This design comes from an exercise in tuning for small area on the open sky130 flow, not from production work. Only simulation tests tie the RTL to the original design; equivalence was not proved. No activity file was given, so power comes from the tool's default toggle rates.

==> flow/design.v, too long to show whole: its modules and the start of the top module <==
// module mod_decim: 6580 lines
// module md_fa: 4 lines
// module md_benc: 5 lines
// module md_bencg: 5 lines
// module md_bx: 3 lines
// module md_bxn: 3 lines
// module md_ao4: 3 lines
// module md_ha: 4 lines
module mod_decim (
    input  wire        clk,
    input  wire        rst_n,         
    input  wire        en,            
    input  wire [2:0]  cfg_k,         
    input  wire [8:0]  cfg_d,         
    input  wire        cfg_fir,       
    input  wire [15:0] trim_gain,     
    input  wire [15:0] trim_offset,   
    input  wire        tap_we,        
    input  wire [3:0]  tap_addr,
    input  wire [15:0] tap_wdata,     
    input  wire        code_valid,
    input  wire [3:0]  code,
    output wire        smp_valid,
    output wire [23:0] smp_value,
    output wire [1:0]  smp_qual,
    output wire [15:0] smp_seq
);
  // ...
==> flow/run.sh <==
#!/bin/bash
# synth_recipe.tcl (not shown) runs the flow's synth.tcl, then flattens the netlist and writes it again
# the make line also repeats each setting of config.mk as NAME=value (left out here)
make -C /OpenROAD-flow-scripts/flow DESIGN_CONFIG=/design/flow/config.mk WORK_HOME=/design/flow/orfs CLKGATE_MAP_FILE= SYNTH_SCRIPT=/design/flow/synth_recipe.tcl finish
==> flow/config.mk <==
export PLATFORM = sky130hd
export DESIGN_NAME = mod_decim
export DESIGN_NICKNAME = mod_decim
export VERILOG_FILES = /design/flow/design.v
export SDC_FILE = /design/flow/constraint.sdc
export NUM_CORES = 8
export LEC_CHECK = 0
export CAP_MARGIN = 5
export CORE_MARGIN = 2
export CORE_UTILIZATION = 65
export CTS_BUF_LIST = sky130_fd_sc_hd__clkbuf_16
export CTS_CLUSTER_DIAMETER = 100
export CTS_CLUSTER_SIZE = 24
export PLACE_DENSITY = 0.8
export SLEW_MARGIN = 5
export SYNTH_HIERARCHICAL = 1
export SYNTH_MINIMUM_KEEP_SIZE = 0
==> flow/constraint.sdc <==
create_clock -name core_clock -period 24.0 [get_ports {clk}]
set_input_delay 4.8000 -clock core_clock [delete_from_list [all_inputs] [get_ports {clk}]]
set_output_delay 4.8000 -clock core_clock [all_outputs]
set_load 0.01 [all_outputs]
==> flow_summary_export.csv, run 1 <==
group,metric,value,unit
floorplan,die_area,144000,sq um
critical_path,cp.arrival,18.38,ns
floorplan,fp.dieH,379,um
clocking,tritoncts,"yes",
clocking,cts_made_buffers,56,
floorplan,well_tap_count,1876,
grt,use_met3,0.109,
placed_design,port_buffers,116,
sta,final.setup.tns,0,ns
layout,n_antenna_cell,4,
synthesis,synth_edf_count,802,
layout,instances_no_fill,9246,
layout,clkbuf_count,57,
power_and_ir_drop,clkPwrFrac,0.201,
run_status,outcome,"complete, no violations",
critical_path,timing.rr.start,"shf[0]",
grt,grtUsageTotal,0.379,
synthesis,synth_top_family_by_area,"adder cells",
sta,setup_viol,0,
route,ant_nets,0,
critical_path,cp.depth,43,
synthesis,async_flop_share,0,
synthesis,yosysMostFrequentCell,"fa_1",
critical_path,cp-end-kind,"register",
route,first_pass_iters,12,
sta,finalHoldViolations,0,
layout,fillCellCount,9854,
layout,layout.cell_area.non_filler,96600,sq um
route,drt_iter0_drc,9540,
grt,grt_pass1_wl,407000,um
critical_path,rr_endpoint,"i4[36]",
critical_path,cpPeakStageDelay,0.59,ns
layout,seq_cell_count,1106,
grt,grt_overflow,0,
synthesis,synthAdderAreaFrac,0.334,
synthesis,syn_area_per_cell,12.3,sq um
==> run 2: changes to the inputs <==
--- a/flow/config.mk
+++ b/flow/config.mk
@@ -7,3 +7,3 @@
 export LEC_CHECK = 0
-export CAP_MARGIN = 5
+export CAP_MARGIN = 10
 export CORE_MARGIN = 2
@@ -14,3 +14,3 @@
 export PLACE_DENSITY = 0.8
-export SLEW_MARGIN = 5
+export SLEW_MARGIN = 10
 export SYNTH_HIERARCHICAL = 1
==> flow_summary_export.csv, run 2 <==
group,metric,value,unit
clocking,tritoncts,"yes",
placed_design,placedCellCount,9139,
synthesis,yosysUniqueCellTypes,76,
critical_path,cp.arrival,18.39,ns
critical_path,cp_max_fo,12,
layout,area_delta_synth_final,5.57,%
critical_path,cp.required,24.49,ns
clocking,cts_made_buffers,56,
floorplan,core,140000,sq um
placed_design,post-place-ws,5.71,ns
clocking,post-cts-setup-buffers,0,
clocking,cts_resized,0,
layout,fillCellCount,9865,
grt,grt_pass1_wl,407000,um
synthesis,async_flop_share,0,
grt,grt.met2_usage,0.559,
synthesis,yosysSeqAreaShare,0.330,
clocking,clockRootBuffer,"clkbuf_16",
layout,final_common_cell,"fa_1",
grt,use_met1,0.503,
layout,final_cell_mix,"fa_1 (1379), a22oi_1 (1081), xnor2_1 (1021)",
sta,worstMarginPinSlew,1.18,ns
sta,slew_viol_final,0,
run,cap_violations,0,
floorplan,fp.dieH,379,um
layout,drive_above_1_share,0.0616,
synthesis,netlist.area_leader.share,0.302,
layout,finish.utilization,0.692,
layout,top_register,"ring",
synthesis,synth_seq_cells,1106,
clocking,postCtsHoldBufs,0,
route,drc,0,
sta,finalHoldViolations,0,
sta,setup_viol,0,
synthesis,synth_area_leaders,"fa_1 (30%), edfxtp_1 (26%), xnor2_1 (9.8%)",
sta,fmax,55.9,MHz
sta,period_needed,17.89,ns
sta,rsz0062_at_grt,"false",
clocking,clk_latency,0.74,ns
grt,antenna_found_initial,6,
sta,layout_setup_ws,6.11,ns
critical_path,cpPeakStageDelay,0.58,ns
route,drt-total-wl,267000,um
power_and_ir_drop,p_total,5410,uW
clocking,cts_sinks,1106,
layout,largest_reg_flops,360,
floorplan,die_area,144000,sq um
grt,use_met3,0.109,
floorplan,die_w,379,um
grt,grt_max_degree,153,
route,routed-via-count,63700,
power_and_ir_drop,cellPowerDensity,56.1,nW/um^2
synthesis,synth_edf_count,802,
min_path,hold_class,"reg -> reg",
clocking,cts_buffer_depth,3,
grt,grt_pass1_vias,66900,
sta,maxSlewHeadroom,0.216,
floorplan,start_util,0.655,
route,viasPerCell,6.89,
floorplan,row_count,137,
sta,post-route-period-util,0.746,
layout,fin_nets,9011,
synthesis,synthFlopType,"edfxtp_1",
run_status,outcome,"complete, no violations",
critical_path,critPathMostFrequentCell,"fa_1",
sta,final.setup.tns,0,ns
route,ant_nets,0,
critical_path,critPathKind,"reg -> reg",
clocking,cts_max_level,2,
grt,grt_overflow,0,
grt,grtUsageTotal,0.379,
critical_path,cp-end-kind,"register",
layout,instances_no_fill,9243,
route,first_pass_iters,9,
synthesis,syn_area,91400,sq um
power_and_ir_drop,ir_drop,0.0738,mV
placed_design,port_buffers,116,
route,avgRoutedWirePerCell,28.8,um
power_and_ir_drop,power.leakage,0.0373,uW
critical_path,cp_slowest_cell,"fa_1",
synthesis,yosysMostFrequentCell,"fa_1",
grt,top_usage_layer,"met2",
sta,fin_skew,0.0896,ns
synthesis,syn_inst,7463,
synthesis,syn_area_per_cell,12.3,sq um
placed_design,hpwl,192000,um
clocking,cts.clk_slew.worst_paths,0.10,ns
synthesis,ys_warn_count,11,
synthesis,synth.top_cells.by_count,"fa_1 (1380), a22oi_1 (1081), xnor2_1 (1021), edfxtp_1 (802), nand2_1 (493)",
critical_path,start_kind,"register",
placed_design,gp_congestion,1.02,
floorplan,io_pins,117,
route,drt_iter0_drc,9435,
synthesis,synth_top_area_cell,"fa_1",
layout,reg.largest.list,"ring: 360 flops, taps: 256 flops, rg: 46 flops",
[run 2: changes by cell type in the layout (fill, tap and decap cells not counted), sizes merged]
cell,before,now
buf,226,225
diode,4,2
[run 2: cell families after synthesis]
kind of cell    count (synthesis)  share of synthesized area
other cells                     1                  0.0000410
fa+ha+maj                    1616                      0.334
flops                        1106                      0.330
mux                           121                     0.0138
compound gates               1552                      0.119
xor+xnor                     1069                      0.102
buf+inv                       788                     0.0346
simple gates                 1210                     0.0657
[run 2: power breakdown]
part	internal, uW	switching, uW	total [uW]
clock network	448	641	1090
logic	899	1110	2010
registers	2220	97.8	2320
[run 2: through the flow]
| stage | instance area, sq um | hold slack, ns |
|---|---|---|
| 3_5_place_dp | 94800 | 0.405 |
| 2_1_floorplan | 91500 | 0.400 |
| 6_report | 96500 | 0.383 |
| 4_1_cts | 96500 | 0.397 |
| 5_1_grt | 96500 | 0.415 |
| 3_3_place_gp | 94800 | 0.400 |
[run 2: path summary, 6_finish.rpt]
path,startpoint,to,slack [ns],cells past startpoint
max,shf[0],i4[36],6.11,43
max reg2reg,shf[0],i4[36],6.11,43
min reg2reg,ring[8][1],ring[12][1],0.38,0
min,ring[8][1],ring[12][1],0.38,0
[run 2: critical path, delay by kind of cell, from the launching register on]
| kind | cells | cell delay, ns |
|---|---|---|
| adder cells (fa/ha/maj) | 41 | 16.67 |
| flip-flops | 1 | 0.55 |
| AND/OR/NAND/NOR | 1 | 0.18 |
| buffers and inverters | 1 | 0.29 |
[run 2: modules after synthesis, one instance, submodules excluded]
module | cell area [sq um] | cells
mod_decim | 49800 | 4454
md_bencg | 50.0 | 7
md_benc | 41.3 | 5
md_fa | 20.0 | 1
md_ao4 | 18.8 | 3
md_ha | 12.5 | 1
md_bx | 8.76 | 1
md_bxn | 8.76 | 1
[run 2: per-layer routing]
| layer | wire length [um] | up-vias |
|---|---|---|
| li1 | - | 25600 |
| met2 | 117000 | 4932 |
| met1 | 94400 | 31900 |
| met5 | 48 | - |
| met3 | 35300 | 1256 |
| met4 | 19700 | 6 |
[run 2: layout make-up]
class | instances | area [sq um] | share of cell area
multi-input combinational | 5580 | 58500 | 0.606
antenna | 2 | 5.00 | 0.0000519
clock inverter | 45 | 332 | 0.00344
timing repair buffer | 340 | 2860 | 0.0297
tap | 1876 | 2350 | 0.0243
inverter | 237 | 890 | 0.00922
clock buffer | 57 | 1430 | 0.0148
sequential | 1106 | 30200 | 0.313

==> static timing again, ports no longer ideal <==
No port has a modelled driver above. Below, the same layouts with a new extraction and two added sets of constraints.
Step 1: set_driving_cell puts a clkbuf_16 on clk and a buf_2 on each other input, an assumption about the parent block.
Step 2 moves the port delays by t, midway between the first and last clock arrival at a register: inputs arrive t later, outputs are due t later. That takes back most of the time a late clock gives input paths.
Slacks: ideal / step 1 / step 2; pairs: ideal / step 1.
run	t, ns	setup WS [ns]	worst hold slack (ns)	worst data-port slew with drivers (ns)	pins driven straight from the clock port
run 1	0.787	6.119 / 6.119 / 5.733	0.390 / 0.390 / 0.390	0.14	1
run 2	0.786	6.106 / 6.106 / 5.722	0.383 / 0.383 / 0.383	0.13	1
After both steps every run listed still meets setup and hold. For run 1, which loses most, drivers alone change the setup slack by 0.000 ns; drivers and shift together by -0.386 ns.
